What follows belongs to an exercise in optimizing a design on an open flow for small area; a production flow would make more cautious choices.
Function was checked by simulation only, so behaviour that the tests miss may differ from the original.
Power figures rest on the tool's default switching activity, not on a simulated workload.

==> flow/design.v <==
module carrier_leg (
    input  wire        clk,
    input  wire        rst_n,           
    input  wire        cnt_en,
    input  wire        out_en,
    input  wire        commit,
    input  wire        discard,
    input  wire [1:0]  cfg_cnt_mode,    
    input  wire [1:0]  cfg_ch_mode,     
    input  wire        cfg_load_mid,
    input  wire [11:0] cfg_dt_rise,
    input  wire [11:0] cfg_dt_fall,
    input  wire [2:0]  cfg_trg0_src,
    input  wire [1:0]  cfg_trg0_dir,
    input  wire [3:0]  cfg_trg0_div,
    input  wire [2:0]  cfg_trg1_src,
    input  wire [1:0]  cfg_trg1_dir,
    input  wire [3:0]  cfg_trg1_div,
    input  wire        cfg_grouped,
    input  wire        wr_en,
    input  wire [2:0]  wr_addr,
    input  wire [31:0] wr_data,
    input  wire [2:0]  rd_sel,
    output wire [31:0] rd_data,
    output wire [31:0] cnt,
    output wire        cnt_down,
    output wire        running,
    output wire        h,
    output wire        gate_hi,
    output wire        gate_lo,
    output wire        evt_zero,
    output wire        evt_period,
    output wire [3:0]  evt_cmp_up,
    output wire [3:0]  evt_cmp_dn,
    output wire        trg0,
    output wire        trg1,
    output wire        late,
    output wire        wr_rej
);
    reg        run_q;
    reg        ud_q, dm_q;            
    reg [1:0]  chm_q;
    reg        mid_q;
    reg [11:0] dtr_q, dtf_q;
    reg [2:0]  t0src_q, t1src_q;
    reg [1:0]  t0dir_q, t1dir_q;
    reg [3:0]  t0div_q, t1div_q;
    always @(posedge clk) begin
        if (!run_q) begin
            ud_q    <= (cfg_cnt_mode == 2'd2);
            dm_q    <= (cfg_cnt_mode == 2'd1);
            chm_q   <= cfg_ch_mode;
            mid_q   <= cfg_load_mid;
            dtr_q   <= cfg_dt_rise;
            dtf_q   <= cfg_dt_fall;
            t0src_q <= cfg_trg0_src; t0dir_q <= cfg_trg0_dir; t0div_q <= cfg_trg0_div;
            t1src_q <= cfg_trg1_src; t1dir_q <= cfg_trg1_dir; t1div_q <= cfg_trg1_div;
        end
    end
    reg [31:0] act [0:4];
    reg [31:0] pnd [0:4];
    reg [31:0] lat [0:4];
    reg [31:0] stg [0:4];
    reg [4:0]  pnd_v, lat_v, stg_v;
    reg [31:0] c_q;
    reg        dn_q;
    wire [31:0] prd = act[0];
    wire prd_ok = (wr_data >= 32'd64) & (wr_data != 32'hFFFF_FFFF);
    wire [4:0] wr_dec;
    assign wr_dec[0] = wr_en & (wr_addr == 3'd0) & prd_ok;
    assign wr_dec[1] = wr_en & (wr_addr == 3'd1);
    assign wr_dec[2] = wr_en & (wr_addr == 3'd2);
    assign wr_dec[3] = wr_en & (wr_addr == 3'd3);
    assign wr_dec[4] = wr_en & (wr_addr == 3'd4);
    wire wr_bad = wr_en & (wr_addr == 3'd0) & ~prd_ok;
    wire [4:0] wr_land = cfg_grouped ? 5'd0 : wr_dec;
    wire [4:0] land_v  = (commit ? stg_v : 5'd0) | wr_land;
    wire       land_any = |land_v;
    wire [31:0] d = prd - c_q;
    wire d_hi0 = (d[31:3] == 29'd0);
    wire d_eq0 = d_hi0 & (d[2:0] == 3'd0);
    wire d_eq1 = d_hi0 & (d[2:0] == 3'd1);
    wire d_le3 = d_hi0 & ~d[2];
    wire d_le4 = d_hi0 & (~d[2] | (d[1:0] == 2'd0));
    wire c_hi0 = (c_q[31:3] == 29'd0);
    wire c_eq0 = c_hi0 & (c_q[2:0] == 3'd0);
    wire c_eq1 = c_hi0 & (c_q[2:0] == 3'd1);
    wire c_le3 = c_hi0 & ~c_q[2];
    wire c_le4 = c_hi0 & (~c_q[2] | (c_q[1:0] == 2'd0));
    reg reload_now, guard, nx_start;
    always @(*) begin
        if (dm_q) begin
            reload_now = d_eq0;
            guard      = d_eq0 | c_le3;
            nx_start   = c_eq0;
        end else if (ud_q) begin
            if (dn_q) begin
                reload_now = mid_q & d_eq0;
                guard      = (mid_q & d_eq0) | c_le4;
                nx_start   = c_eq1;
            end else begin
                reload_now = c_eq0;
                guard      = c_eq0 | (mid_q & d_le4);
                nx_start   = 1'b0;
            end
        end else begin
            reload_now = c_eq0;
            guard      = c_eq0 | d_le3;
            nx_start   = d_eq0;
        end
    end
    wire nx_mid = ud_q & ~dn_q & d_eq1;
    wire in_guard   = run_q & guard;
    wire starting   = ~run_q & cnt_en;
    wire stopping   = run_q & ~cnt_en;
    wire late_merge = run_q & (reload_now | ~cnt_en);
    wire to_late    = in_guard & land_any;
    wire xfer = starting | (run_q & cnt_en & (nx_start | (nx_mid & mid_q & ~pnd_v[0])));
    wire [4:0] sel_land = land_v & {5{~in_guard | late_merge}};
    wire [4:0] sel_lat  = lat_v & {5{late_merge}};
    wire [4:0] pnd2_v   = pnd_v | sel_land | sel_lat;
    wire [4:0] act_ld   = {5{xfer}} & pnd2_v;
    wire [4:0] s_a = sel_land;
    wire [4:0] s_b = sel_lat & ~sel_land;
    wire [4:0] s_c = ~(sel_lat | sel_land);
    reg [31:0] land [0:4];
    reg [31:0] m    [0:4];
    integer i;
    always @(*) begin
        for (i = 0; i < 5; i = i + 1) begin
            land[i] = ({32{wr_land[i]}} & wr_data) | ({32{~wr_land[i]}} & stg[i]);
            m[i]    = ({32{s_a[i]}} & land[i]) | ({32{s_b[i]}} & lat[i]) | ({32{s_c[i]}} & pnd[i]);
        end
    end
    wire [31:0] act_d [0:4];
    assign act_d[0] = rst_n ? m[0] : 32'd10000;
    assign act_d[1] = m[1] & {32{rst_n}};
    assign act_d[2] = m[2] & {32{rst_n}};
    assign act_d[3] = m[3] & {32{rst_n}};
    assign act_d[4] = m[4] & {32{rst_n}};
    wire [31:0] prd_new = act_ld[0] ? m[0] : prd;
    reg late_q, rej_q;
    always @(posedge clk) begin
        late_q <= rst_n & to_late;
        rej_q  <= rst_n & wr_bad;
        for (i = 0; i < 5; i = i + 1) begin
            if (cfg_grouped & wr_dec[i])
                stg[i] <= wr_data;
            if (land_v[i])
                lat[i] <= land[i];
            pnd[i] <= m[i];
        end
        for (i = 0; i < 5; i = i + 1)
            if (act_ld[i] | ~rst_n)
                act[i] <= act_d[i];
        if (!rst_n) begin
            pnd_v  <= 5'd0;
            lat_v  <= 5'd0;
            stg_v  <= 5'd0;
        end else begin
            stg_v <= ((commit | discard) ? 5'd0 : stg_v) | (cfg_grouped ? wr_dec : 5'd0);
            pnd_v <= xfer ? 5'd0 : pnd2_v;
            lat_v <= late_merge ? 5'd0 : (lat_v | (in_guard ? land_v : 5'd0));
        end
    end
    wire [31:0] c_pm = dn_q ? c_q - 32'd1 : c_q + 32'd1;
    always @(posedge clk) begin
        if (!rst_n || !cnt_en) begin
            run_q <= 1'b0;
            c_q   <= 32'd0;
            dn_q  <= 1'b0;
        end else if (!run_q) begin
            run_q <= 1'b1;
            dn_q  <= (cfg_cnt_mode == 2'd1);
            c_q   <= (cfg_cnt_mode == 2'd1) ? prd_new : 32'd0;
        end else begin
            if (ud_q)
                dn_q <= dn_q ? ~c_eq1 : d_eq1;
            if (dm_q & c_eq0)
                c_q <= prd_new;
            else if (~dm_q & ~ud_q & d_eq0)
                c_q <= 32'd0;
            else
                c_q <= c_pm;
        end
    end
    wire [3:0] cmp_eq;
    assign cmp_eq[0] = (c_q == act[1]);
    assign cmp_eq[1] = (c_q == act[2]);
    assign cmp_eq[2] = (c_q == act[3]);
    assign cmp_eq[3] = (c_q == act[4]);
    assign evt_zero   = run_q & c_eq0;
    assign evt_period = run_q & d_eq0;
    assign evt_cmp_up = (run_q & ~dn_q) ? cmp_eq : 4'd0;
    assign evt_cmp_dn = (run_q &  dn_q) ? cmp_eq : 4'd0;
    wire h_lt0 = (c_q <  act[1]);
    wire h_le1 = (c_q <= act[2]);
    assign h = run_q & ((ud_q & dn_q) ? h_le1 : h_lt0);
    function trig_occ;
        input [2:0] src;
        input [1:0] dir;
        input       zero, period, dn, updn;
        input [3:0] eq;
        reg dir_ok;
        begin
            if (!updn || dir == 2'd0 || dir == 2'd3)
                dir_ok = 1'b1;
            else if (dir == 2'd1)
                dir_ok = ~dn;
            else
                dir_ok = dn;
            case (src)
                3'd1: trig_occ = zero;
                3'd2: trig_occ = period;
                3'd3: trig_occ = zero | period;
                3'd4: trig_occ = eq[2] & dir_ok;
                3'd5: trig_occ = eq[3] & dir_ok;
                default: trig_occ = 1'b0;
            endcase
        end
    endfunction
    wire occ0 = run_q & trig_occ(t0src_q, t0dir_q, c_eq0, d_eq0, dn_q, ud_q, cmp_eq);
    wire occ1 = run_q & trig_occ(t1src_q, t1dir_q, c_eq0, d_eq0, dn_q, ud_q, cmp_eq);
    reg [3:0] div0_q, div1_q;
    assign trg0 = occ0 & (div0_q == t0div_q);
    assign trg1 = occ1 & (div1_q == t1div_q);
    always @(posedge clk) begin
        if (!run_q) begin
            div0_q <= 4'd0;
            div1_q <= 4'd0;
        end else begin
            if (occ0) div0_q <= trg0 ? 4'd0 : div0_q + 4'd1;
            if (occ1) div1_q <= trg1 ? 4'd0 : div1_q + 4'd1;
        end
    end
    wire sw = run_q & out_en;
    reg req_hi, req_lo;
    always @(*) begin
        case (chm_q)
            2'd0:    begin req_hi = h;    req_lo = ~h;   end
            2'd1:    begin req_hi = h;    req_lo = 1'b0; end
            2'd2:    begin req_hi = 1'b0; req_lo = h;    end
            default: begin req_hi = 1'b0; req_lo = 1'b0; end
        endcase
        req_hi = req_hi & sw;
        req_lo = req_lo & sw;
    end
    wire [11:0] dtr_eff = (dtr_q < 12'd8) ? 12'd8 : dtr_q;
    wire [11:0] dtf_eff = (dtf_q < 12'd8) ? 12'd8 : dtf_q;
    reg        ghi_q, glo_q;
    reg [11:0] off_hi_q, off_lo_q;
    wire [12:0] off_hi_n = (sw & ~ghi_q) ? {1'b0, off_hi_q} + 13'd1 : 13'd0;
    wire [12:0] off_lo_n = (sw & ~glo_q) ? {1'b0, off_lo_q} + 13'd1 : 13'd0;
    always @(posedge clk) begin
        ghi_q <= rst_n & req_hi & (ghi_q | (off_lo_n >= {1'b0, dtr_eff}));
        glo_q <= rst_n & req_lo & (glo_q | (off_hi_n >= {1'b0, dtf_eff}));
        off_hi_q <= off_hi_n[12] ? 12'hFFF : off_hi_n[11:0];
        off_lo_q <= off_lo_n[12] ? 12'hFFF : off_lo_n[11:0];
    end
    assign rd_data = (rd_sel == 3'd0) ? act[0] :
                     (rd_sel == 3'd1) ? act[1] :
                     (rd_sel == 3'd2) ? act[2] :
                     (rd_sel == 3'd3) ? act[3] :
                     (rd_sel == 3'd4) ? act[4] : 32'd0;
    assign cnt      = c_q;
    assign cnt_down = dn_q;
    assign running  = run_q;
    assign gate_hi  = ghi_q;
    assign gate_lo  = glo_q;
    assign late     = late_q;
    assign wr_rej   = rej_q;
endmodule
==> flow/run.sh <==
#!/bin/bash
# synth_recipe.tcl (not shown) runs the flow's synth.tcl, then flattens the netlist and writes it again
# the make line also repeats each setting of config.mk as NAME=value (left out here)
make -C /OpenROAD-flow-scripts/flow DESIGN_CONFIG=/design/flow/config.mk WORK_HOME=/design/flow/orfs CLKGATE_MAP_FILE= SYNTH_SCRIPT=/design/flow/synth_recipe.tcl finish
==> flow/config.mk <==
export PLATFORM = sky130hd
export DESIGN_NAME = carrier_leg
export DESIGN_NICKNAME = carrier_leg
export VERILOG_FILES = /design/flow/design.v
export SDC_FILE = /design/flow/constraint.sdc
export NUM_CORES = 4
export LEC_CHECK = 0
export CAP_MARGIN = 20
export CORE_MARGIN = 2
export CORE_UTILIZATION = 40
export SLEW_MARGIN = 20
==> flow/constraint.sdc <==
create_clock -name core_clock -period 10.0 [get_ports {clk}]
set_input_delay 2.0000 -clock core_clock [delete_from_list [all_inputs] [get_ports {clk}]]
set_output_delay 2.0000 -clock core_clock [all_outputs]
set_load 0.01 [all_outputs]
==> notes.md <==
-- metal layers --
metal,up-vias,wire length [µm]
li1,12500,-
met1,13500,56000
met2,895,53500
met3,177,8080
met4,0,4170
met5,-,0
-- critical path, delay by kind of cell, from the launching register on --
kind	cells	cell delay, ns
flops	1	0.72
compound gates	5	1.18
buf+inv	2	0.70
fa+ha+maj	1	0.31
simple gates	8	2.78
-- cell type report --
type                       count  area, µm²  area share [%]
clock inverter                38        495            1.10
tap                         1276       1600            3.53
inverter                     135        507            1.12
sequential                   772      20700            45.9
antenna                        4       10.0          0.0222
multi-input combinational   2210      17200            38.1
timing repair buffer         239       2240            4.96
clock buffer                 121       2360            5.23
-- power by group through the flow --
stage | combinational, W | sequential (W) | clock [W]
after detailed placement | 0.00126 | 0.00400 | 0
after floorplan | 0.000866 | 0.00390 | 0
final | 0.00127 | 0.00394 | 0.00320
after CTS | 0.00127 | 0.00393 | 0.00326
after global placement | 0.00125 | 0.00399 | 0
after global routing | 0.00139 | 0.00396 | 0.00337
-- cell usage in the layout, fill, tap and decap left out, types with 64 or more instances in the layout --
master           instances
dfxtp_1                244
clkbuf_16               86
ha_1                   153
and2_1                 174
nand2_1                181
mux2_2                 434
inv_1                  134
a21oi_1                162
edfxtp_1               527
nor2_1                 157
xnor2_1                 95
o21ai_0                111
nand4_1                 64
clkdlybuf4s50_1        173
-- registers in the layout (all words and copies together), names as in the netlist, 4 cells and up --
signal    count
act         160
c_q          32
div0_q        4
div1_q        4
dtf_q        12
dtr_q        12
lat         160
lat_v         5
off_hi_q     12
off_lo_q     12
pnd         160
pnd_v         5
stg         160
stg_v         5
t0div_q       4
t1div_q       4
-- metrics by stage --
step                power (W)  instance area, µm²  util (%)  setup WS (ns)  instances
global route          0.00873               45200      46.7           1.27       4791
detailed placement    0.00526               42300      43.7           2.34       4631
finish                0.00841               45200      46.7           1.64       4795
floorplan             0.00477               39000         -           2.94       3282
CTS                   0.00846               45100      46.7           1.63       4790
global placement      0.00524               42300      43.7           2.37       4630
-- worst min-delay path by stage --
stage | slack (ns) | start | end
detailed placement | 0.41 | chm_q[0] | glo_q
global placement | 0.42 | chm_q[0] | glo_q
finish | 0.41 | chm_q[0] | glo_q
CTS | 0.42 | chm_q[0] | glo_q
global route | 0.45 | chm_q[0] | glo_q
floorplan | 0.39 | chm_q[0] | glo_q
-- kinds of logic (layout without fill, tap and decap cells) --
group | Yosys count | count (layout)
XOR/XNOR | 133 | 133
adder cells (fa/ha/maj) | 155 | 155
AND/OR/NAND/NOR | 819 | 819
AO/OA/AOI/OAI | 605 | 605
multiplexers | 498 | 498
flip-flops | 772 | 772
other | 0 | 4
buffers and inverters | 300 | 533
==> metrics.yaml <==
outcome: "timing/DRC/antenna clean"
cp_common_cell: "a21oi_1"
use_met2_pct: 36.8
holdCritPathClass: "reg2reg"
antenna_found_initial: 6
synth_cells: 3282
postCtsSetupBuffers: 0
synth_cell_types: 96
via_per_inst: 5.64
synthAdderAreaFrac_pct: 5.01
irDropWorstVdd_uv: 155
grt_overflow: 0
wl_per_cell_um: 25.4
synth-xor-area-share_pct: 2.98
grt_pass1_vias: 26200
start_kind: "flop"
vias: 27100
combPwrFrac_pct: 15.2
r2r_slack_ns: 2.87
cts_made_buffers: 86
cts_max_path_buffers: 3
cts.repair.resized: 0
synth-seq-cells: 772
numPortBuffers: 175
rsz0062_at_grt: "no"
cts-root-buf: "clkbuf_16"
grt_usage_pct: 24.1
core_area_mm2: 0.0967
start_util_pct: 40.4
finalCriticalPeriod_ns: 8.36
period_share_pct: 83.6
holdPathStages: 1
htreeDepth: 3
die-area_mm2: 0.100
synth.cell_area_mm2: 0.0390
synth_area_leader_cell: "edfxtp_1"
cts_num_sinks: 772
slew_headroom_pct: 18.0
finalHoldViolations: 0
final.setup.tns_ns: 0
endpoint_kind: "output port"
skew_ns: 0.0636
endpoint: "trg0"
dp_hpwl_um: 86700
area_growth_pct: 15.7
routed_wl_um: 122000
synth_edf_count: 527
cpMaxStageDelayCell: "dfxtp_1"
synthSimpleGateAreaFrac_pct: 11.0
drt-pass1-iter-count: 6
drc: 0
grt_max_degree: 67
sequentialPowerShare_pct: 46.8
grt_util_met1_pct: 34.9
clock.fmax_mhz: 120
synth_compound_area_share_pct: 10.5
n_fill_cell: 8759
crit_path_start: "c_q[1]"
die_x_um: 316
drv_slew: 0
syn_nets: 3530
cts_tree: "yes"
drive_above_1_share_pct: 19.8
clock_latency_ns: 0.68
yosysMostFrequentCell: "edfxtp_1"
clkPwrFrac_pct: 38.0
yosysWarnings: 7
crit_path_max_incr_delay_ns: 0.72
p_sw_w: 0.00221
die_h_um: 316
tightestPinTransition_ns: 1.22
worst_hold_slack_ns: 0.413
drtIter0Drc: 2628
reg2reg_depth: 16
synth_top_area_share_pct: 40.5
path_max_fanout: 13
switching_share_pct: 26.3
use_met3_pct: 3.68
ys_top_cells_by_area: "edfxtp_1 41%, dfxtp_1 13%, mux2_2 13%"
crit-reg2reg-launch: "c_q[25]"
grt-busiest-layer: "met2"
layout.nets: 3692
synthMuxAreaShare_pct: 14.2
path_class: "reg2out"
ys_top_cells_by_count: "527 x edfxtp_1, 434 x mux2_2, 245 x dfxtp_1, 185 x nand2_1, 174 x and2_1"
max_cap_violations: 0
setup_violations: 0
synthArstFlopShare_pct: 0
pin_count: 176
drtAntennaViolNets: 0
clkTransAtPathRegs_ns: 0.06
ys.flop_type: "edfxtp_1"
synth_top_family_by_area: "multiplexers"
synth.avg_cell_area_um2: 11.9
critPathRequiredTime_ns: 8.00
critical_path_arrival_ns: 6.36
ctsHoldBuffers: 0
synth-seq-area-share_pct: 53.1
gp_congestion: 1.01
grt_first_pass_wirelength_um: 178000
rows: 114
leakage_nw: 16.7
crit_path_cell_trace: "inv_1 > ha_1 > nor2b_1 > o31ai_4 > a21oi_1 > and2_1 > or4_1 > or4b_1 > nor4_1 > o2111ai_1 > nor4_2 > nand4_1 > a21oi_1 > o21ai_0 > nor2_1 > clkdlybuf4s50_1"
reg2reg_to: "act[0][11]"
internal-power_w: 0.00620
power_density_mw_per_mm2: 186

## port drivers added, routing unchanged
The results above use ideal ports. As a check the final layout listed here was re-extracted and re-timed, cells and wires unchanged. Step 1, drivers: a clkbuf_16 drives clk and a buf_2 each remaining input, both assumed. Step 2 also shifts input and output timing later by t, the mid clock arrival at the registers, as if the neighbouring blocks saw the same clock. a / b / c = no drivers / after step 1 / after step 2; a / b = the first two.
t, ns: 0.719
slack for setup (ns): 1.638 / 1.568 / 2.287
hold slack, ns: 0.413 / 0.413 / 0.413
worst setup path after step 2: register to output
latest minus earliest clock arrival (ns): 0.064 / 0.064
After both steps this run still meets setup and hold. The setup slack of this run moves by -0.070 ns with the drivers and by +0.649 ns with both steps.
